From an optimization exercise on the open Yosys and OpenROAD flow, aimed at small area, a short achievable clock period and few clock cycles; shortcuts taken in it are not production practice.
In this exercise RTL edits were held to simulation tests only and were not proved equivalent to the original.

## flow/design.v (module list and top-level ports; edited modules follow where they fit)
// module lin_engine: 220 lines
// module lin_fle: 14 lines
// module lin_fmul: 94 lines
// module lin_mul24: 1027 lines
// module lin_fadd: 67 lines
// module lin_lzc28: 36 lines
module lin_engine (
    input  wire         clk,
    input  wire         rst,
    input  wire         start,
    input  wire [23:0]  code,
    input  wire [2:0]   rng,
    input  wire         general,
    input  wire         poly,
    input  wire [3:0]   nx,
    input  wire [1:0]   nt,
    input  wire [31:0]  temp,
    input  wire         temp_old,
    input  wire [767:0] coef,
    input  wire [31:0]  xmin,
    input  wire [31:0]  xmax,
    input  wire [31:0]  tmin,
    input  wire [31:0]  tmax,
    output reg          done,
    output wire [31:0]  y,
    output wire         extrap,
    output wire         nonfin
);
  // ...
==> flow/run.sh <==
#!/bin/bash
# synth_recipe.tcl (not shown) runs the flow's synth.tcl, then flattens the netlist and writes it again
# the make line also repeats each setting of config.mk as NAME=value (left out here)
make -C /OpenROAD-flow-scripts/flow DESIGN_CONFIG=/design/flow/config.mk WORK_HOME=/design/flow/orfs CLKGATE_MAP_FILE= SYNTH_SCRIPT=/design/flow/synth_recipe.tcl finish
==> flow/config.mk <==
export PLATFORM = sky130hd
export DESIGN_NAME = lin_engine
export DESIGN_NICKNAME = lin_engine
export VERILOG_FILES = /design/flow/design.v
export SDC_FILE = /design/flow/constraint.sdc
export NUM_CORES = 4
export LEC_CHECK = 0
export CAP_MARGIN = 20
export CORE_MARGIN = 2
export CORE_UTILIZATION = 40
export SLEW_MARGIN = 20
==> flow/constraint.sdc <==
create_clock -name core_clock -period 30.0 [get_ports {clk}]
set_input_delay 6.0000 -clock core_clock [delete_from_list [all_inputs] [get_ports {clk}]]
set_output_delay 6.0000 -clock core_clock [all_outputs]
set_load 0.01 [all_outputs]
==> results.json, run 1 <==
{
  "worst_slew_pin_slew_ns": 1.29,
  "fin_tns_setup_ns": 0,
  "ff2ff_setup_slack_ns": 12.92,
  "largest_register_ffs": 48,
  "clk_path_buf_depth": 3,
  "min_path_type": "flop to flop",
  "row_count": 149,
  "wl_per_cell_microns": 33.8,
  "reg2reg_from": "pr[28]",
  "final-clk-cell-share_pct": 1.61,
  "drc": 0,
  "fp.coreArea_sq_um": 165000,
  "crit_path_max_incr_delay_ns": 0.95,
  "synth-seq-cells": 346,
  "crit_start": "pr[28]",
  "final_common_cell": "nand2_1",
  "synth.most_common_cell": "nand2_1",
  "status": "timing/DRC/antenna clean",
  "sh_seq_area_pct": 12.9,
  "dominant-cell-class": "multi-input combinational cells",
  "setup_viol": 0,
  "drive_above_1_share_pct": 5.63,
  "avgSynthCellArea_sq_um": 7.59,
  "grt_max_degree": 126,
  "placedInstanceArea_sq_um": 78500,
  "synth-xor-area-share_pct": 3.68,
  "n_antenna_cell": 84,
  "syn-num-nets": 10500,
  "finClkSkew_ns": 0.0305,
  "maxCapViolCount": 0,
  "drt_iter0_drc": 10900,
  "postCtsSetupRepairBufs": 0,
  "dp_hpwl_microns": 322000,
  "yosysWarningCount": 4,
  "ys.flop_type": "edfxtp_1",
  "route.met3.wl_microns": 51800
}
Testbench counts, summed over its fixed seeds: cycles 7,728.
==> module lin_engine, before the edit <==
module lin_engine (
    input  wire         clk,
    input  wire         rst,
    input  wire         start,
    input  wire [23:0]  code,
    input  wire [2:0]   rng,
    input  wire         general,
    input  wire         poly,
    input  wire [3:0]   nx,
    input  wire [1:0]   nt,
    input  wire [31:0]  temp,
    input  wire         temp_old,
    input  wire [767:0] coef,
    input  wire [31:0]  xmin,
    input  wire [31:0]  xmax,
    input  wire [31:0]  tmin,
    input  wire [31:0]  tmax,
    output reg          done,
    output wire [31:0]  y,
    output wire         extrap,
    output wire         nonfin
);
    reg        busy;
    reg [1:0]  t;           
    reg        ph;          
    reg        poly_r;
    reg [2:0]  nxe_r;
    reg [1:0]  nt_r;
    reg [2:0]  ci0, ci1;    
    reg [2:0]  si0, si1;    
    reg [31:0] ma, mb;      
    reg [31:0] pr;          
    reg [31:0] ad;          
    reg [31:0] x_r;
    reg [31:0] r0, r1;      
    reg [31:0] y_r;
    reg        ext_r, tnf_r;
    reg        a_init, a_last, a_final;
    reg [1:0]  a_j;
    wire [2:0] nxe = (nx > 4'd5) ? 3'd5 : nx[2:0];
    reg [31:0] fs;
    always @* begin
        if (!general) begin
            case (rng[1:0])
                2'd0:    fs = 32'h4000_0000;    
                2'd1:    fs = 32'h4080_0000;    
                2'd2:    fs = 32'h4100_0000;    
                default: fs = 32'h4180_0000;    
            endcase
        end else begin
            case (rng)
                3'd0:    fs = 32'h3CCC_CCCD;    
                3'd1:    fs = 32'h3DCC_CCCD;    
                3'd2:    fs = 32'h3F80_0000;    
                3'd3:    fs = 32'h4120_0000;    
                3'd4:    fs = 32'h41C8_0000;    
                3'd6:    fs = 32'h43C8_0000;    
                default: fs = 32'h457A_0000;    
            endcase
        end
    end
    wire        code_neg = code[23];
    wire [23:0] code_mag = code_neg ? (~code + 24'd1) : code;
    reg  [4:0]  code_lz;
    reg  [23:0] code_norm;
    reg  [31:0] code_f;
    integer     k;
    always @* begin
        code_lz = 5'd0;
        for (k = 0; k < 24; k = k + 1)
            if (code_mag[k]) code_lz = 5'd23 - k[4:0];
        code_norm = code_mag << code_lz;
        if (code_mag == 24'd0)
            code_f = 32'd0;
        else
            code_f = {code_neg, 8'd150 - {3'd0, code_lz}, code_norm[22:0]};
    end
    wire [22:0] dr   = pr[22:0] + 23'd1;             
    wire        da2  = (pr[22:1] == 22'h3F_FFFF);    
    wire [30:0] dmag = da2 ? {pr[30:23] - 8'd22, 22'd0, pr[0]}
                           : ({pr[30:23] - 8'd23, dr} + {30'd0, dr[22]});
    wire [31:0] div_out = (pr[30:0] == 31'd0) ? {pr[31], 31'd0}
                                              : {pr[31], dmag};
    wire [31:0] mul_y, add_y;
    wire        m_need, stall;
    lin_fmul u_mul (.clk(clk), .rst(rst), .need(m_need), .a(ma), .b(mb),
                    .y(mul_y), .stall(stall));
    lin_fadd u_add (.a(pr), .b(ad), .pass_b(a_init), .y(add_y));
    wire [31:0] res = add_y;
    function [3:0] prog(input [1:0] n, input ln, input [2:0] c);
        begin
            prog = 4'b0000;
            if (!ln) begin
                case (n)
                    2'd0: case (c)
                        3'd0: prog = 4'b1000;           
                        default: ;
                    endcase
                    2'd1: case (c)
                        3'd0: prog = 4'b1001;           
                        3'd1: prog = 4'b1100;           
                        default: ;
                    endcase
                    2'd2: case (c)
                        3'd0: prog = 4'b1000;           
                        3'd1: prog = 4'b1010;           
                        3'd2: prog = 4'b1101;           
                        3'd3: prog = 4'b1100;           
                        default: ;
                    endcase
                    default: case (c)
                        3'd0: prog = 4'b1001;           
                        3'd1: prog = 4'b1011;           
                        3'd2: prog = 4'b1110;           
                        3'd3: prog = 4'b1101;           
                        3'd4: prog = 4'b1100;           
                        default: ;
                    endcase
                endcase
            end else begin
                case (n)
                    2'd1: if (c == 3'd0) prog = 4'b1000;            
                    2'd2: if (c == 3'd0) prog = 4'b1001;            
                    2'd3: if (c == 3'd0) prog = 4'b1000;            
                          else if (c == 3'd1) prog = 4'b1010;       
                    default: ;
                endcase
            end
        end
    endfunction
    wire [2:0] m_ci = ph ? ci1 : ci0;
    wire [2:0] m_si = ph ? si1 : si0;
    wire [3:0] m_op = prog(nt_r, ph, m_ci);
    wire       m_v  = m_op[3] & poly_r;
    wire       m_t  = m_op[2];
    wire [1:0] m_j  = m_op[1:0];
    wire       m_last = (m_si == nxe_r);
    assign m_need = busy && ((t == 2'd1) || (m_v && (m_t || m_si != 3'd0)));
    wire [3:0] n_op = prog(nt_r, ~ph, ph ? ci0 : ci1);
    wire       n_t  = n_op[3] & n_op[2];
    wire [2:0] cblk = nxe_r - m_si;
    wire [4:0] cidx = {cblk, m_j};
    wire [31:0] coef_sel = coef[cidx*32 +: 32];
    wire       m_byp = m_t && (nt_r[0] && m_j == nt_r - 2'd1);
    wire le_xmin, le_xmax, le_tmin, le_tmax;
    lin_fle u_le0 (.a(xmin),    .b(div_out), .le(le_xmin));
    lin_fle u_le1 (.a(div_out), .b(xmax),    .le(le_xmax));
    lin_fle u_le2 (.a(tmin),    .b(temp),    .le(le_tmin));
    lin_fle u_le3 (.a(temp),    .b(tmax),    .le(le_tmax));
    wire x_out = !(le_xmin && le_xmax);
    wire t_out = (nt_r != 2'd0) && !(le_tmin && le_tmax);
    wire y_nf = (y_r[30:23] == 8'hFF);
    assign nonfin = poly_r & (tnf_r | y_nf);
    assign extrap = poly_r & (nonfin | ext_r);
    assign y      = (poly_r & (tnf_r | y_nf)) ? 32'h7FC0_0000 : y_r;
    always @(posedge clk) begin
        if (rst) begin
            busy <= 1'b0;
            done <= 1'b0;
        end else begin
            done <= 1'b0;
            if (!busy) begin
                if (start) begin
                    busy   <= 1'b1;
                    t      <= 2'd1;
                    ph     <= 1'b0;
                    poly_r <= poly;
                    nxe_r  <= nxe;
                    nt_r   <= nt;
                    ci0 <= 3'd0; si0 <= 3'd0;
                    ci1 <= 3'd0; si1 <= 3'd0;
                    a_init <= 1'b0; a_last <= 1'b0; a_final <= 1'b0;
                    ma <= code_f;
                    mb <= fs;
                end
            end else if (!stall) begin
                if (t != 2'd3) t <= t + 2'd1;
                ph <= ~ph;
                pr <= mul_y;
                ma <= res;
                mb <= n_t ? temp : ((t == 2'd2) ? div_out : x_r);
                if (t == 2'd2) begin
                    x_r   <= div_out;
                    ext_r <= temp_old | x_out | t_out;
                    tnf_r <= (temp[30:23] == 8'hFF);
                    if (!poly_r) begin
                        y_r  <= div_out;
                        done <= 1'b1;
                        busy <= 1'b0;
                    end
                end
                if (a_last && a_j == 2'd0) r0 <= res;
                if (a_last && a_j == 2'd1) r1 <= res;
                if (a_final) begin
                    y_r  <= res;
                    done <= 1'b1;
                    busy <= 1'b0;
                end
                a_init  <= m_v && !m_t && (m_si == 3'd0);
                a_last  <= m_v && !m_t && m_last;
                a_j     <= m_j;
                a_final <= m_v && (m_t ? (m_j == 2'd0)
                                       : (m_last && nt_r == 2'd0));
                if (m_t)
                    ad <= m_byp ? res : (m_j[0] ? r1 : r0);
                else
                    ad <= coef_sel;
                if (m_v) begin
                    if (m_t || m_last) begin
                        if (ph) begin ci1 <= ci1 + 3'd1; si1 <= 3'd0; end
                        else    begin ci0 <= ci0 + 3'd1; si0 <= 3'd0; end
                    end else begin
                        if (ph) si1 <= si1 + 3'd1;
                        else    si0 <= si0 + 3'd1;
                    end
                end
            end
        end
    end
endmodule
==> module lin_fle, before the edit <==
module lin_fle (
    input  wire [31:0] a,
    input  wire [31:0] b,
    output wire        le
);
    wire a_nan = (a[30:23] == 8'hFF) && (a[22:0] != 23'd0);
    wire b_nan = (b[30:23] == 8'hFF) && (b[22:0] != 23'd0);
    wire both_zero = (a[30:0] == 31'd0) && (b[30:0] == 31'd0);
    assign le = (a_nan || b_nan) ? 1'b0 :
                both_zero        ? 1'b1 :
                (a[31] != b[31]) ? a[31] :
                a[31]            ? (a[30:0] >= b[30:0]) :
                                   (a[30:0] <= b[30:0]);
endmodule
==> module lin_fmul, before the edit <==
module lin_fmul (
    input  wire        clk,
    input  wire        rst,
    input  wire        need,     
    input  wire [31:0] a,
    input  wire [31:0] b,
    output wire [31:0] y,
    output wire        stall
);
    wire        sa = a[31];
    wire        sb = b[31];
    wire [7:0]  ea = a[30:23];
    wire [7:0]  eb = b[30:23];
    wire [22:0] fa = a[22:0];
    wire [22:0] fb = b[22:0];
    wire a_nan  = (ea == 8'hFF) && (fa != 23'd0);
    wire b_nan  = (eb == 8'hFF) && (fb != 23'd0);
    wire a_inf  = (ea == 8'hFF) && (fa == 23'd0);
    wire b_inf  = (eb == 8'hFF) && (fb == 23'd0);
    wire a_zero = (a[30:0] == 31'd0);
    wire b_zero = (b[30:0] == 31'd0);
    wire sy     = sa ^ sb;
    wire special = (ea == 8'hFF) || (eb == 8'hFF) || a_zero || b_zero;
    wire [8:0] esum = {1'b0, ea} + {1'b0, eb};
    wire slow = !special && ((ea == 8'd0) || (eb == 8'd0) || (esum < 9'd128));
    wire [23:0] ma = {ea != 8'd0, fa};
    wire [23:0] mb = {eb != 8'd0, fb};
    wire [47:0] prod;
    lin_mul24 u_m (.a(ma), .b(mb), .p(prod));
    wire        top  = prod[47];
    wire [22:0] frac = top ? prod[46:24] : prod[45:23];
    wire        g    = top ? prod[23] : prod[22];
    wire        s    = top ? (|prod[22:0]) : (|prod[21:0]);
    wire        rup  = g & (s | frac[0]);
    wire [9:0]  e    = {1'b0, esum} - 10'd127 + {9'd0, top};
    wire [32:0] mag  = {e, frac} + {32'd0, rup};
    wire        ovf  = (mag[32:23] >= 10'd255);
    reg  [31:0] fast_y;
    always @* begin
        if (a_nan || b_nan || (a_inf && b_zero) || (b_inf && a_zero))
            fast_y = 32'h7FC0_0000;
        else if (a_inf || b_inf)
            fast_y = {sy, 8'hFF, 23'd0};
        else if (a_zero || b_zero)
            fast_y = {sy, 31'd0};
        else if (ovf)
            fast_y = {sy, 8'hFF, 23'd0};
        else
            fast_y = {sy, mag[30:0]};
    end
    reg               fbusy;
    reg        [47:0] F;
    reg signed [10:0] FE;
    wire f_left  = !F[47] && (FE > 11'sd1);
    wire f_right = (FE < 11'sd1);
    wire f_rdy   = fbusy && !f_left && !f_right;
    wire [7:0]  f_exp  = F[47] ? FE[7:0] : 8'd0;
    wire [22:0] f_frac = F[46:24];
    wire        f_g    = F[23];
    wire        f_s    = |F[22:0];
    wire        f_rup  = f_g & (f_s | f_frac[0]);
    wire [30:0] f_mag  = {f_exp, f_frac} + {30'd0, f_rup};
    assign stall = need && slow && !f_rdy;
    assign y     = f_rdy ? {sy, f_mag} : fast_y;
    always @(posedge clk) begin
        if (rst || !stall) begin
            fbusy <= 1'b0;
        end else if (!fbusy) begin
            fbusy <= 1'b1;
            F     <= prod;
            FE    <= $signed({3'b000, (ea == 8'd0) ? 8'd1 : ea})
                   + $signed({3'b000, (eb == 8'd0) ? 8'd1 : eb}) - 11'sd126;
        end else if (f_left) begin
            if (F[47:40] == 8'd0 && FE > 11'sd8) begin
                F  <= {F[39:0], 8'd0};
                FE <= FE - 11'sd8;
            end else begin
                F  <= {F[46:0], 1'b0};
                FE <= FE - 11'sd1;
            end
        end else if (f_right) begin
            if (FE < -11'sd48) begin
                F  <= {47'd0, |F};
                FE <= 11'sd1;
            end else if (FE < -11'sd6) begin
                F  <= {8'd0, F[47:9], |F[8:0]};
                FE <= FE + 11'sd8;
            end else begin
                F  <= {1'b0, F[47:2], |F[1:0]};
                FE <= FE + 11'sd1;
            end
        end
    end
endmodule
==> module lin_fadd, before the edit <==
module lin_fadd (
    input  wire [31:0] a,
    input  wire [31:0] b,
    input  wire        pass_b,   
    output reg  [31:0] y
);
    wire [7:0] ea = a[30:23];
    wire [7:0] eb = b[30:23];
    wire a_nan = (ea == 8'hFF) && (a[22:0] != 23'd0);
    wire b_nan = (eb == 8'hFF) && (b[22:0] != 23'd0);
    wire a_inf = (ea == 8'hFF) && (a[22:0] == 23'd0);
    wire b_inf = (eb == 8'hFF) && (b[22:0] == 23'd0);
    wire [7:0]  ea1 = (ea == 8'd0) ? 8'd1 : ea;
    wire [7:0]  eb1 = (eb == 8'd0) ? 8'd1 : eb;
    wire [23:0] ma  = {ea != 8'd0, a[22:0]};
    wire [23:0] mb  = {eb != 8'd0, b[22:0]};
    wire [8:0]  dab = {1'b0, ea1} - {1'b0, eb1};
    wire [7:0]  dba = eb1 - ea1;
    wire        sub = a[31] ^ b[31];
    wire        swap = dab[8];
    wire [7:0]  ex = swap ? eb1 : ea1;
    wire [7:0]  dd = swap ? dba : dab[7:0];
    wire [23:0] mx = swap ? mb : ma;
    wire [23:0] mz = swap ? ma : mb;
    wire        sx = swap ? b[31] : a[31];
    wire        near = sub && (dab == 9'd0);
    wire [24:0] nab  = {1'b0, ma} - {1'b0, mb};
    wire [23:0] nba  = mb - ma;
    wire        nneg = nab[24];
    wire [23:0] ndif = nneg ? nba : nab[23:0];
    wire [4:0]  d  = (dd > 8'd27) ? 5'd27 : dd[4:0];
    wire [26:0] zf = {mz, 3'b000};
    wire [26:0] zr = zf >> d;
    wire [26:0] dmask = ~(27'h7FF_FFFF << d);
    wire        zst = |(zf & dmask);
    wire [26:0] zs = {zr[26:1], zr[0] | zst};
    wire [27:0] xw   = {1'b0, mx, 3'b000};
    wire [27:0] fsum = sub ? (xw - {1'b0, zs}) : (xw + {1'b0, zs});
    wire [27:0] sum  = near ? {1'b0, ndif, 3'b000} : fsum;
    wire        sgn  = near ? (nneg ? b[31] : a[31]) : sx;
    wire [27:0] lim = (ex > 8'd27) ? 28'd0 : (28'h800_0000 >> ex[4:0]);
    wire [4:0]  lz;
    lin_lzc28 u_lzc (.x(sum | lim), .z(lz));
    wire [27:0] nrm = sum << lz;
    wire [8:0]  e   = nrm[27] ? ({1'b0, ex} + 9'd1 - {4'd0, lz}) : 9'd0;
    wire [22:0] frac = nrm[26:4];
    wire        g    = nrm[3];
    wire        s    = |nrm[2:0];
    wire        rup  = g & (s | frac[0]);
    wire [31:0] mag  = {e, frac} + {31'd0, rup};
    always @* begin
        if (pass_b)
            y = b;
        else if (a_nan || b_nan || (a_inf && b_inf && sub))
            y = 32'h7FC0_0000;
        else if (a_inf)
            y = a;
        else if (b_inf)
            y = b;
        else if (sum == 28'd0)
            y = {a[31] & b[31], 31'd0};
        else if (mag[31:23] >= 9'd255)
            y = {sgn, 8'hFF, 23'd0};
        else
            y = {sgn, mag[30:0]};
    end
endmodule
==> inputs of run 2 (changes only) <==
--- a/flow/design.v
+++ b/flow/design.v
@@ -15,30 +15,31 @@
     input  wire [31:0]  xmax,
     input  wire [31:0]  tmin,
     input  wire [31:0]  tmax,
     output reg          done,
     output wire [31:0]  y,
     output wire         extrap,
     output wire         nonfin
 );
+    localparam [1:0] OP_P = 2'd0, OP_T = 2'd1, OP_W = 2'd2;
     reg        busy;
     reg [1:0]  t;           
     reg        ph;          
     reg        poly_r;
     reg [2:0]  nxe_r;
     reg [1:0]  nt_r;
     reg [2:0]  ci0, ci1;    
     reg [2:0]  si0, si1;    
     reg [31:0] ma, mb;      
     reg [31:0] pr;          
     reg [31:0] ad;          
     reg [31:0] x_r;
-    reg [31:0] r0, r1;      
-    reg [31:0] y_r;
+    reg [31:0] r1;          
+    reg [31:0] y_r;         
     reg        ext_r, tnf_r;
     reg        a_init, a_last, a_final;
     reg [1:0]  a_j;
     wire [2:0] nxe = (nx > 4'd5) ? 3'd5 : nx[2:0];
     reg [31:0] fs;
     always @* begin
         if (!general) begin
             case (rng[1:0])
@@ -54,99 +55,110 @@
                 3'd2:    fs = 32'h3F80_0000;    
                 3'd3:    fs = 32'h4120_0000;    
                 3'd4:    fs = 32'h41C8_0000;    
                 3'd6:    fs = 32'h43C8_0000;    
                 default: fs = 32'h457A_0000;    
             endcase
         end
     end
+    wire       pow2 = !general || (rng == 3'd2);
+    wire [2:0] fsk  = general ? 3'd0 : ({1'b0, rng[1:0]} + 3'd1);
     wire        code_neg = code[23];
     wire [23:0] code_mag = code_neg ? (~code + 24'd1) : code;
     reg  [4:0]  code_lz;
     reg  [23:0] code_norm;
-    reg  [31:0] code_f;
     integer     k;
     always @* begin
         code_lz = 5'd0;
         for (k = 0; k < 24; k = k + 1)
             if (code_mag[k]) code_lz = 5'd23 - k[4:0];
         code_norm = code_mag << code_lz;
-        if (code_mag == 24'd0)
-            code_f = 32'd0;
-        else
-            code_f = {code_neg, 8'd150 - {3'd0, code_lz}, code_norm[22:0]};
     end
+    wire        code_z = (code_mag == 24'd0);
+    wire [31:0] code_f = code_z ? 32'd0
+                       : {code_neg, 8'd150 - {3'd0, code_lz}, code_norm[22:0]};
+    wire [31:0] code_p = code_z ? 32'd0
+                       : {code_neg, (8'd150 + {5'd0, fsk}) - {3'd0, code_lz},
+                          code_norm[22:0]};
     wire [22:0] dr   = pr[22:0] + 23'd1;             
     wire        da2  = (pr[22:1] == 22'h3F_FFFF);    
     wire [30:0] dmag = da2 ? {pr[30:23] - 8'd22, 22'd0, pr[0]}
                            : ({pr[30:23] - 8'd23, dr} + {30'd0, dr[22]});
     wire [31:0] div_out = (pr[30:0] == 31'd0) ? {pr[31], 31'd0}
                                               : {pr[31], dmag};
     wire [31:0] mul_y, add_y;
     wire        m_need, stall;
     lin_fmul u_mul (.clk(clk), .rst(rst), .need(m_need), .a(ma), .b(mb),
                     .y(mul_y), .stall(stall));
     lin_fadd u_add (.a(pr), .b(ad), .pass_b(a_init), .y(add_y));
     wire [31:0] res = add_y;
-    function [3:0] prog(input [1:0] n, input ln, input [2:0] c);
+    function [4:0] prog(input [1:0] n, input ln, input [2:0] c);
         begin
-            prog = 4'b0000;
+            prog = 5'b00000;
             if (!ln) begin
                 case (n)
                     2'd0: case (c)
-                        3'd0: prog = 4'b1000;           
+                        3'd0: prog = {1'b1, OP_P, 2'd0};
                         default: ;
                     endcase
                     2'd1: case (c)
-                        3'd0: prog = 4'b1001;           
-                        3'd1: prog = 4'b1100;           
+                        3'd0: prog = {1'b1, OP_P, 2'd1};
+                        3'd1: prog = {1'b1, OP_T, 2'd0};
                         default: ;
                     endcase
                     2'd2: case (c)
-                        3'd0: prog = 4'b1000;           
-                        3'd1: prog = 4'b1010;           
-                        3'd2: prog = 4'b1101;           
-                        3'd3: prog = 4'b1100;           
+                        3'd0: prog = {1'b1, OP_P, 2'd2};
+                        3'd1: prog = {1'b1, OP_T, 2'd1};
+                        3'd2: prog = {1'b1, OP_W, 2'd0};
+                        3'd3: prog = {1'b1, OP_T, 2'd0};
                         default: ;
                     endcase
                     default: case (c)
-                        3'd0: prog = 4'b1001;           
-                        3'd1: prog = 4'b1011;           
-                        3'd2: prog = 4'b1110;           
-                        3'd3: prog = 4'b1101;           
-                        3'd4: prog = 4'b1100;           
+                        3'd0: prog = {1'b1, OP_P, 2'd1};
+                        3'd1: prog = {1'b1, OP_P, 2'd3};
+                        3'd2: prog = {1'b1, OP_T, 2'd2};
+                        3'd3: prog = {1'b1, OP_T, 2'd1};
+                        3'd4: prog = {1'b1, OP_T, 2'd0};
                         default: ;
                     endcase
                 endcase
             end else begin
                 case (n)
-                    2'd1: if (c == 3'd0) prog = 4'b1000;            
-                    2'd2: if (c == 3'd0) prog = 4'b1001;            
-                    2'd3: if (c == 3'd0) prog = 4'b1000;            
-                          else if (c == 3'd1) prog = 4'b1010;       
+                    2'd1: if (c == 3'd0) prog = {1'b1, OP_P, 2'd0};
+                    2'd2: if (c == 3'd0) prog = {1'b1, OP_P, 2'd1};
+                          else if (c == 3'd1) prog = {1'b1, OP_P, 2'd0};
+                    2'd3: if (c == 3'd0) prog = {1'b1, OP_P, 2'd0};
+                          else if (c == 3'd1) prog = {1'b1, OP_P, 2'd2};
                     default: ;
                 endcase
             end
         end
     endfunction
     wire [2:0] m_ci = ph ? ci1 : ci0;
     wire [2:0] m_si = ph ? si1 : si0;
-    wire [3:0] m_op = prog(nt_r, ph, m_ci);
-    wire       m_v  = m_op[3] & poly_r;
-    wire       m_t  = m_op[2];
+    wire [4:0] m_op = prog(nt_r, ph, m_ci);
+    wire       m_v  = m_op[4] & poly_r;
+    wire [1:0] m_ty = m_op[3:2];
     wire [1:0] m_j  = m_op[1:0];
-    wire       m_last = (m_si == nxe_r);
-    assign m_need = busy && ((t == 2'd1) || (m_v && (m_t || m_si != 3'd0)));
-    wire [3:0] n_op = prog(nt_r, ~ph, ph ? ci0 : ci1);
-    wire       n_t  = n_op[3] & n_op[2];
+    wire       m_p  = (m_ty == OP_P);
+    wire       m_t  = (m_ty == OP_T);
+    wire       m_w  = (m_ty == OP_W);
+    wire       m_last = m_t || (m_p ? (m_si == nxe_r) : (m_si == nxe_r - 3'd1));
+    wire       m_skip = (nt_r == 2'd2) && !ph && (m_ci == 3'd1) && (nxe_r == 3'd0);
+    assign m_need = busy && ((t == 2'd1) || (m_v && !(m_p && m_si == 3'd0)));
+    wire [4:0] n_op = prog(nt_r, ~ph, ph ? ci0 : ci1);
+    wire       n_t  = n_op[4] && (n_op[3:2] == OP_T);
+    wire       n_w  = n_op[4] && (n_op[3:2] == OP_W);
+    wire [1:0] j0   = (nt == 2'd2) ? 2'd2 : {1'b0, nt[0]};
     wire [2:0] cblk = nxe_r - m_si;
-    wire [4:0] cidx = {cblk, m_j};
+    wire [4:0] cidx = busy ? {cblk, m_j}
+                           : {nxe, j0};             
     wire [31:0] coef_sel = coef[cidx*32 +: 32];
-    wire       m_byp = m_t && (nt_r[0] && m_j == nt_r - 2'd1);
+    wire       m_byp = (nt_r != 2'd3) || (m_j == 2'd2);
     wire le_xmin, le_xmax, le_tmin, le_tmax;
     lin_fle u_le0 (.a(xmin),    .b(div_out), .le(le_xmin));
     lin_fle u_le1 (.a(div_out), .b(xmax),    .le(le_xmax));
     lin_fle u_le2 (.a(tmin),    .b(temp),    .le(le_tmin));
     lin_fle u_le3 (.a(temp),    .b(tmax),    .le(le_tmax));
     wire x_out = !(le_xmin && le_xmax);
     wire t_out = (nt_r != 2'd0) && !(le_tmin && le_tmax);
     wire y_nf = (y_r[30:23] == 8'hFF);
@@ -157,63 +169,81 @@
         if (rst) begin
             busy <= 1'b0;
             done <= 1'b0;
         end else begin
             done <= 1'b0;
             if (!busy) begin
                 if (start) begin
                     busy   <= 1'b1;
-                    t      <= 2'd1;
-                    ph     <= 1'b0;
                     poly_r <= poly;
                     nxe_r  <= nxe;
                     nt_r   <= nt;
-                    ci0 <= 3'd0; si0 <= 3'd0;
                     ci1 <= 3'd0; si1 <= 3'd0;
-                    a_init <= 1'b0; a_last <= 1'b0; a_final <= 1'b0;
+                    a_j     <= j0;
+                    a_last  <= poly && (nxe == 3'd0) && pow2;
+                    a_final <= 1'b0;
                     ma <= code_f;
                     mb <= fs;
+                    if (pow2) begin
+                        t  <= 2'd2;
+                        ph <= 1'b1;
+                        pr <= code_p;
+                        ad <= coef_sel;
+                        a_init  <= poly;
+                        a_final <= poly && (nxe == 3'd0) && (nt == 2'd0);
+                        if (nxe == 3'd0) begin ci0 <= 3'd1; si0 <= 3'd0; end
+                        else             begin ci0 <= 3'd0; si0 <= 3'd1; end
+                    end else begin
+                        t  <= 2'd1;
+                        ph <= 1'b0;
+                        a_init <= 1'b0;
+                        ci0 <= 3'd0; si0 <= 3'd0;
+                    end
                 end
             end else if (!stall) begin
                 if (t != 2'd3) t <= t + 2'd1;
                 ph <= ~ph;
                 pr <= mul_y;
                 ma <= res;
-                mb <= n_t ? temp : ((t == 2'd2) ? div_out : x_r);
+                mb <= n_w ? 32'h3F80_0000 :
+                      n_t ? temp : ((t == 2'd2) ? div_out : x_r);
                 if (t == 2'd2) begin
                     x_r   <= div_out;
                     ext_r <= temp_old | x_out | t_out;
                     tnf_r <= (temp[30:23] == 8'hFF);
                     if (!poly_r) begin
                         y_r  <= div_out;
                         done <= 1'b1;
                         busy <= 1'b0;
                     end
                 end
-                if (a_last && a_j == 2'd0) r0 <= res;
+                if (a_last && a_j == 2'd0) y_r <= res;
                 if (a_last && a_j == 2'd1) r1 <= res;
                 if (a_final) begin
                     y_r  <= res;
                     done <= 1'b1;
                     busy <= 1'b0;
                 end
-                a_init  <= m_v && !m_t && (m_si == 3'd0);
-                a_last  <= m_v && !m_t && m_last;
+                a_init  <= m_v && m_p && (m_si == 3'd0);
+                a_last  <= m_v && m_p && m_last;
                 a_j     <= m_j;
                 a_final <= m_v && (m_t ? (m_j == 2'd0)
-                                       : (m_last && nt_r == 2'd0));
+                                       : (m_p && m_last && nt_r == 2'd0));
                 if (m_t)
-                    ad <= m_byp ? res : (m_j[0] ? r1 : r0);
+                    ad <= m_byp ? res : (m_j[0] ? r1 : y_r);
+                else if (m_w)
+                    ad <= 32'h8000_0000;
                 else
                     ad <= coef_sel;
                 if (m_v) begin
-                    if (m_t || m_last) begin
+                    if (m_last) begin
                         if (ph) begin ci1 <= ci1 + 3'd1; si1 <= 3'd0; end
-                        else    begin ci0 <= ci0 + 3'd1; si0 <= 3'd0; end
+                        else    begin ci0 <= ci0 + (m_skip ? 3'd2 : 3'd1);
+                                      si0 <= 3'd0; end
                     end else begin
                         if (ph) si1 <= si1 + 3'd1;
                         else    si0 <= si0 + 3'd1;
                     end
                 end
             end
         end
     end
@@ -221,21 +251,23 @@
 module lin_fle (
     input  wire [31:0] a,
     input  wire [31:0] b,
     output wire        le
 );
     wire a_nan = (a[30:23] == 8'hFF) && (a[22:0] != 23'd0);
     wire b_nan = (b[30:23] == 8'hFF) && (b[22:0] != 23'd0);
     wire both_zero = (a[30:0] == 31'd0) && (b[30:0] == 31'd0);
+    wire [31:0] dm = {1'b0, a[30:0]} - {1'b0, b[30:0]};
+    wire lt = dm[31];                   
+    wire eq = (a[30:0] == b[30:0]);
     assign le = (a_nan || b_nan) ? 1'b0 :
                 both_zero        ? 1'b1 :
                 (a[31] != b[31]) ? a[31] :
-                a[31]            ? (a[30:0] >= b[30:0]) :
-                                   (a[30:0] <= b[30:0]);
+                a[31]            ? !lt : (lt || eq);
 endmodule
 module lin_fmul (
     input  wire        clk,
     input  wire        rst,
     input  wire        need,     
     input  wire [31:0] a,
     input  wire [31:0] b,
     output wire [31:0] y,
@@ -262,17 +294,18 @@
     wire [47:0] prod;
     lin_mul24 u_m (.a(ma), .b(mb), .p(prod));
     wire        top  = prod[47];
     wire [22:0] frac = top ? prod[46:24] : prod[45:23];
     wire        g    = top ? prod[23] : prod[22];
     wire        s    = top ? (|prod[22:0]) : (|prod[21:0]);
     wire        rup  = g & (s | frac[0]);
     wire [9:0]  e    = {1'b0, esum} - 10'd127 + {9'd0, top};
-    wire [32:0] mag  = {e, frac} + {32'd0, rup};
+    wire [32:0] mag;
+    lin_ksadd #(.W(33)) u_rnd (.a({e, frac}), .b(33'd0), .cin(rup), .s(mag));
     wire        ovf  = (mag[32:23] >= 10'd255);
     reg  [31:0] fast_y;
     always @* begin
         if (a_nan || b_nan || (a_inf && b_zero) || (b_inf && a_zero))
             fast_y = 32'h7FC0_0000;
         else if (a_inf || b_inf)
             fast_y = {sy, 8'hFF, 23'd0};
         else if (a_zero || b_zero)
@@ -1346,85 +1379,130 @@
     assign t1007 = t838 ^ t921 ^ t920;
     assign t1008 = (t838 & t921) | (t838 & t920) | (t921 & t920);
     assign t1009 = t840 ^ t923 ^ t922;
     assign t1010 = (t840 & t923) | (t840 & t922) | (t923 & t922);
     assign t1011 = pp[22][23] ^ pp[23][22] ^ t924;
     assign t1012 = (pp[22][23] & pp[23][22]) | (pp[22][23] & t924) | (pp[23][22] & t924);
     wire [47:0] r0 = {1'b0, pp[23][23], t1011, t1009, t1007, t1005, t1003, t1001, t999, t997, t995, t993, t991, t989, t987, t985, t983, t981, t979, t977, t975, t973, t971, t969, t967, t965, t963, t961, t959, t957, t955, t953, t951, t949, t947, t945, t943, t941, t939, t937, t935, t933, t931, t929, t927, pp[2][0], pp[0][1], pp[0][0]};
     wire [47:0] r1 = {1'b0, t1012, t1010, t1008, t1006, t1004, t1002, t1000, t998, t996, t994, t992, t990, t988, t986, t984, t982, t980, t978, t976, t974, t972, t970, t968, t966, t964, t962, t960, t958, t956, t954, t952, t950, t948, t946, t944, t942, t940, t938, t936, t934, t932, t930, t928, t926, t925, pp[1][0], 1'b0};
-    assign p = r0 + r1;
+    lin_ksadd #(.W(48)) u_fin (.a(r0), .b(r1), .cin(1'b0), .s(p));
 endmodule
 module lin_fadd (
     input  wire [31:0] a,
     input  wire [31:0] b,
     input  wire        pass_b,   
     output reg  [31:0] y
 );
     wire [7:0] ea = a[30:23];
     wire [7:0] eb = b[30:23];
     wire a_nan = (ea == 8'hFF) && (a[22:0] != 23'd0);
     wire b_nan = (eb == 8'hFF) && (b[22:0] != 23'd0);
     wire a_inf = (ea == 8'hFF) && (a[22:0] == 23'd0);
     wire b_inf = (eb == 8'hFF) && (b[22:0] == 23'd0);
-    wire [7:0]  ea1 = (ea == 8'd0) ? 8'd1 : ea;
-    wire [7:0]  eb1 = (eb == 8'd0) ? 8'd1 : eb;
-    wire [23:0] ma  = {ea != 8'd0, a[22:0]};
-    wire [23:0] mb  = {eb != 8'd0, b[22:0]};
-    wire [8:0]  dab = {1'b0, ea1} - {1'b0, eb1};
-    wire [7:0]  dba = eb1 - ea1;
-    wire        sub = a[31] ^ b[31];
-    wire        swap = dab[8];
+    wire a_zero = (a[30:0] == 31'd0);
+    wire b_zero = (b[30:0] == 31'd0);
+    wire sub = a[31] ^ b[31];
+    wire        na  = (ea != 8'd0);
+    wire        nb  = (eb != 8'd0);
+    wire [7:0]  ea1 = {ea[7:1], ea[0] | !na};
+    wire [7:0]  eb1 = {eb[7:1], eb[0] | !nb};
+    wire [23:0] ma  = {na, a[22:0]};
+    wire [23:0] mb  = {nb, b[22:0]};
+    wire [8:0]  dab;
+    wire [7:0]  dba;
+    lin_ksadd #(.W(9)) u_dab (.a({1'b0, ea1}), .b({1'b1, ~eb1}), .cin(1'b1), .s(dab));
+    lin_ksadd #(.W(8)) u_dba (.a(eb1), .b(~ea1), .cin(1'b1), .s(dba));
+    wire        swap = (eb > ea) && (eb[7:1] != 7'd0);
     wire [7:0]  ex = swap ? eb1 : ea1;
     wire [7:0]  dd = swap ? dba : dab[7:0];
     wire [23:0] mx = swap ? mb : ma;
-    wire [23:0] mz = swap ? ma : mb;
     wire        sx = swap ? b[31] : a[31];
-    wire        near = sub && (dab == 9'd0);
-    wire [24:0] nab  = {1'b0, ma} - {1'b0, mb};
-    wire [23:0] nba  = mb - ma;
-    wire        nneg = nab[24];
-    wire [23:0] ndif = nneg ? nba : nab[23:0];
-    wire [4:0]  d  = (dd > 8'd27) ? 5'd27 : dd[4:0];
-    wire [26:0] zf = {mz, 3'b000};
-    wire [26:0] zr = zf >> d;
-    wire [26:0] dmask = ~(27'h7FF_FFFF << d);
-    wire        zst = |(zf & dmask);
-    wire [26:0] zs = {zr[26:1], zr[0] | zst};
-    wire [27:0] xw   = {1'b0, mx, 3'b000};
-    wire [27:0] fsum = sub ? (xw - {1'b0, zs}) : (xw + {1'b0, zs});
-    wire [27:0] sum  = near ? {1'b0, ndif, 3'b000} : fsum;
-    wire        sgn  = near ? (nneg ? b[31] : a[31]) : sx;
-    wire [27:0] lim = (ex > 8'd27) ? 28'd0 : (28'h800_0000 >> ex[4:0]);
+    wire        d0   = (ea1 == eb1);
+    wire        d1   = (dd == 8'd1);
+    wire        near = sub && (d0 || d1);
+    wire [26:0] za, zb;
+    lin_align u_ala (.m(mb), .d(dab[7:0]), .z(za));     
+    lin_align u_alb (.m(ma), .d(dba),      .z(zb));     
+    wire [26:0] zs  = swap ? zb : za;
+    wire [27:0] xw  = {1'b0, mx, 3'b000};
+    wire [27:0] sum;
+    lin_ksadd #(.W(28)) u_fs (.a(xw), .b({1'b0, zs} ^ {28{sub}}), .cin(sub), .s(sum));
+    reg  [22:0] f_frac;
+    reg         f_g, f_s;
+    reg  [8:0]  f_e;
+    always @* begin
+        if (sum[27]) begin
+            f_frac = sum[26:4]; f_g = sum[3]; f_s = |sum[2:0];
+            f_e    = {1'b0, ex} + 9'd1;
+        end else if (sum[26]) begin
+            f_frac = sum[25:3]; f_g = sum[2]; f_s = |sum[1:0];
+            f_e    = {1'b0, ex};
+        end else if (ex != 8'd1) begin
+            f_frac = sum[24:2]; f_g = sum[1]; f_s = sum[0];
+            f_e    = {1'b0, ex} - 9'd1;
+        end else begin
+            f_frac = sum[25:3]; f_g = 1'b0; f_s = 1'b0;
+            f_e    = 9'd0;
+        end
+    end
+    wire        f_rup = f_g & (f_s | f_frac[0]);
+    wire [31:0] f_mag;
+    lin_ksadd #(.W(32)) u_fr (.a({f_e, f_frac}), .b(32'd0), .cin(f_rup), .s(f_mag));
+    wire        f_ovf = (f_e >= 9'd255) || ((f_e == 9'd254) && (&f_frac) && f_rup);
+    wire [24:0] s0ab = {1'b0, ma} - {1'b0, mb};
+    wire [23:0] s0ba = mb - ma;
+    wire [24:0] s1ab = {ma, 1'b0} - {1'b0, mb};
+    wire [24:0] s1ba = {mb, 1'b0} - {1'b0, ma};
+    wire        n_neg = d0 && s0ab[24];
+    wire [24:0] dn = d0   ? {(s0ab[24] ? s0ba : s0ab[23:0]), 1'b0} :
+                     swap ? s1ba : s1ab;
+    wire        n_sgn = d0 ? (n_neg ? b[31] : a[31]) : sx;
+    wire [24:0] lim = (ex > 8'd25) ? 25'd0 : (25'h100_0000 >> (ex[4:0] - 5'd1));
     wire [4:0]  lz;
-    lin_lzc28 u_lzc (.x(sum | lim), .z(lz));
-    wire [27:0] nrm = sum << lz;
-    wire [8:0]  e   = nrm[27] ? ({1'b0, ex} + 9'd1 - {4'd0, lz}) : 9'd0;
-    wire [22:0] frac = nrm[26:4];
-    wire        g    = nrm[3];
-    wire        s    = |nrm[2:0];
-    wire        rup  = g & (s | frac[0]);
-    wire [31:0] mag  = {e, frac} + {31'd0, rup};
+    lin_lzc28 u_lzc (.x({dn | lim, 3'b000}), .z(lz));
+    wire [24:0] nn  = dn << lz;
+    wire [7:0]  n_e = nn[24] ? (ex - {3'd0, lz}) : 8'd0;
+    wire        n_rup = dn[0] & dn[1];
+    wire [31:0] n_rnd;
+    lin_ksadd #(.W(32)) u_nr (.a({1'b0, ex, dn[23:1]}), .b(32'd0), .cin(n_rup), .s(n_rnd));
+    wire [31:0] n_mag = dn[24] ? n_rnd : {1'b0, n_e, nn[23:1]};
+    wire        n_ovf = dn[24] && (ex == 8'd254) && (&dn[23:1]) && n_rup;
+    wire [31:0] mag  = near ? n_mag : f_mag;
+    wire        sgn  = near ? n_sgn : sx;
+    wire        zero = (a_zero && b_zero) || (sub && d0 && (ma == mb));
     always @* begin
         if (pass_b)
             y = b;
         else if (a_nan || b_nan || (a_inf && b_inf && sub))
             y = 32'h7FC0_0000;
         else if (a_inf)
             y = a;
         else if (b_inf)
             y = b;
-        else if (sum == 28'd0)
+        else if (zero)
             y = {a[31] & b[31], 31'd0};
-        else if (mag[31:23] >= 9'd255)
+        else if (near ? n_ovf : f_ovf)
             y = {sgn, 8'hFF, 23'd0};
         else
             y = {sgn, mag[30:0]};
     end
 endmodule
+module lin_align (
+    input  wire [23:0] m,
+    input  wire [7:0]  d,
+    output wire [26:0] z
+);
+    wire [4:0]  dc = (d > 8'd27) ? 5'd27 : d[4:0];
+    wire [26:0] f  = {m, 3'b000};
+    wire [26:0] r  = f >> dc;
+    wire [26:0] msk = ~(27'h7FF_FFFF << dc);
+    wire        st = |(f & msk);
+    assign z = {r[26:1], r[0] | st};
+endmodule
 module lin_lzc28 (
     input  wire [27:0] x,
     output wire [4:0]  z
 );
     wire [31:0] w = {x, 4'b1111};
     wire [15:0] v1;
     wire [15:0] z1;
     genvar i;
@@ -1451,8 +1529,40 @@
         for (i = 0; i < 2; i = i + 1) begin : g4
             assign v4[i] = v3[2*i+1] | v3[2*i];
             assign z4[4*i+3:4*i] = v3[2*i+1] ? {1'b0, z3[6*i+5:6*i+3]}
                                              : {1'b1, z3[6*i+2:6*i]};
         end
     endgenerate
     assign z = v4[1] ? {1'b0, z4[7:4]} : {1'b1, z4[3:0]};
 endmodule
+module lin_ksadd #(
+    parameter W = 28
+) (
+    input  wire [W-1:0] a,
+    input  wire [W-1:0] b,
+    input  wire         cin,
+    output wire [W-1:0] s
+);
+    localparam L = (W <= 2) ? 1 : (W <= 4) ? 2 : (W <= 8) ? 3 :
+                   (W <= 16) ? 4 : (W <= 32) ? 5 : 6;
+    wire [W-1:0] p0 = a ^ b;
+    wire [W-1:0] g0 = (a & b) | {{(W-1){1'b0}}, p0[0] & cin};
+    wire [W-1:0] gg [0:L];
+    wire [W-1:0] pp [0:L];
+    assign gg[0] = g0;
+    assign pp[0] = p0;
+    genvar l, i;
+    generate
+        for (l = 0; l < L; l = l + 1) begin : g_lvl
+            for (i = 0; i < W; i = i + 1) begin : g_bit
+                if (i >= (1 << l)) begin : g_op
+                    assign gg[l+1][i] = gg[l][i] | (pp[l][i] & gg[l][i-(1<<l)]);
+                    assign pp[l+1][i] = pp[l][i] & pp[l][i-(1<<l)];
+                end else begin : g_pass
+                    assign gg[l+1][i] = gg[l][i];
+                    assign pp[l+1][i] = pp[l][i];
+                end
+            end
+        end
+    endgenerate
+    assign s = p0 ^ {gg[L][W-2:0], cin};
+endmodule
==> flow/flow/run.sh (new file) <==
#!/bin/bash
# The standard layout, except that the port buffers are the smallest
# buffer cell (sky130_fd_sc_hd__buf_1) instead of the delay buffer that
# buffer_ports picks by default. Every port still gets its own buffer.
set -euo pipefail
bash standard.sh "BUFFER_PORTS_ARGS=-buffer_cell sky130_fd_sc_hd__buf_1" finish \
    > standard_flow.log 2>&1
==> flow/standard.sh (new file) <==
#!/bin/bash
# synth_recipe.tcl (not shown) runs the flow's synth.tcl, then flattens the netlist and writes it again
# the make line also repeats each setting of config.mk as NAME=value (left out here)
make -C /OpenROAD-flow-scripts/flow DESIGN_CONFIG=/design/flow/config.mk WORK_HOME=/design/flow/orfs CLKGATE_MAP_FILE= SYNTH_SCRIPT=/design/flow/synth_recipe.tcl "${@:-finish}"
==> flow/config.mk (replaced) <==
export PLATFORM = sky130hd
export DESIGN_NAME = lin_engine
export DESIGN_NICKNAME = lin_engine
export VERILOG_FILES = /design/flow/design.v
export SDC_FILE = /design/flow/constraint.sdc
export NUM_CORES = 4
export LEC_CHECK = 0
export CAP_MARGIN = 20
export CORE_MARGIN = 2
export CORE_UTILIZATION = 60
export PLACE_DENSITY = 0.72
export SLEW_MARGIN = 20
removed: flow/run.sh
==> results.json, run 2 <==
{
  "status": "aborted with a tool error",
  "lastStage": "global routing (5_1_grt)",
  "error_message": "[ERROR GRT-0116] Global routing finished with congestion. Check the congestion regions in the DRC Viewer.",
  "avgSynthCellArea_sq_um": 8.00,
  "yosys-top-cells-area": "fa_1 (14%), edfxtp_1 (13%), ha_1 (7.2%)",
  "initial_core_util_pct": 60.3,
  "yosysWarningCount": 10,
  "root_buffer": "clkbuf_16",
  "async_flop_share_pct": 0,
  "synth-seq-cells": 314,
  "gr-total-overflow": 5,
  "synth_top_family_by_area": "simple AND/OR/NAND/NOR gates",
  "synth_compound_area_share_pct": 20.3,
  "htreeDepth": 2,
  "postCtsHoldBufs": 0,
  "synth.area.mux_share_pct": 11.4,
  "synth_commonest_cells": "nand2_1 (1001), inv_1 (799), a21oi_1 (554), nor2_1 (554), clkbuf_1 (497)",
  "port_buffers": 1001,
  "synth_top_area_share_pct": 14.0,
  "dp_hpwl_microns": 336000,
  "routabilityCongestion": 1.26,
  "synthSimpleGateAreaFrac_pct": 21.9,
  "row_count": 126,
  "grt_usage_pct": 71.3,
  "die_w_microns": 348,
  "synth-xor-area-share_pct": 4.61,
  "synth.most_common_cell": "nand2_1",
  "yosysUniqueCellTypes": 108,
  "grt_max_degree": 86,
  "syn-num-nets": 10700,
  "dp_slack_ns": 16.71,
  "cts_buffers": 34,
  "clk_path_buf_depth": 3,
  "ys.flop_type": "edfxtp_1",
  "post_cts_resized": 0,
  "syn_inst": 8867,
  "ys_seq_area_share_pct": 13.2,
  "grt_pass1_vias": 84500,
  "grt_pass1_wl_microns": 614000,
  "die_h_microns": 348,
  "yosysTopAreaCell": "fa_1",
  "boundaryPins": 1002,
  "postCtsSetupRepairBufs": 0,
  "synthAdderAreaFrac_pct": 21.2,
  "syn-cell-area_sq_um": 70900,
  "cts_sinks": 314,
  "synth_edf_count": 311
}
run 2: kinds of logic after synthesis:
group           after synthesis
compound gates             2200
simple gates               3139
xor+xnor                    373
fa+ha+maj                   903
mux                         554
buf+inv                    1384
flops                       314
run 2: metrics by stage:
stage / utilization, % / area [sq um] / hold WS, ns / std cells
CTS: 65.7 / 77300 / 0.579 / 11100
detailed placement: 64.8 / 76200 / 0.565 / 11000
global placement: 64.8 / 76200 / 0.554 / 11000
floorplan: - / 70900 / 0.536 / 8867
run 2: worst max path at each step:
| stage | end | depth (start not counted) | start | slack (ns) |
|---|---|---|---|---|
| 2_1_floorplan | pr[10] | 42 | mb[24] | 18.38 |
| 3_3_place_gp | ad[6] | 41 | pr[24] | 17.10 |
| 3_5_place_dp | ad[6] | 40 | pr[28] | 16.71 |
| 4_1_cts | ad[6] | 40 | pr[28] | 16.63 |
run 2: routing by layer:
metal / track usage [%] / overflow
met1: 76.3 / 0
met2: 83.7 / 3
met3: 58.4 / 0
met4: 63.2 / 2
met5: 25.2 / 0
Testbench counts of run 2, summed over its fixed seeds: cycles 7,309.

==> port drivers added, routing unchanged <==
The flow's constraints put no driver on any port. The routed layout listed below was extracted and timed again, unchanged, in two steps. Step 1 (the two cells are an assumption about what drives the block):
set clk [get_ports {clk}]
set_driving_cell -lib_cell sky130_fd_sc_hd__clkbuf_16 $clk
set_driving_cell -lib_cell sky130_fd_sc_hd__buf_2 [delete_from_list [all_inputs] $clk]
Step 2 times the ports against the registers' clock, not the clock port: input delays grow and output delays shrink by t, the midpoint of the rising clock arrivals with the driver on. a / b / c = ideal / step 1 / step 2; a / b = the first two.
run: run 1
shift t [ns]: 0.688
setup slack, ns: 12.921 / 12.921 / 12.921
worst setup path after step 2: register to register
latest minus earliest clock arrival (ns): 0.030 / 0.031
cell pins on the clock port's net: 1
After both steps setup and hold are still met in run 1. For run 1, drivers alone change the setup slack by 0.000 ns; drivers and shift together by 0.000 ns.
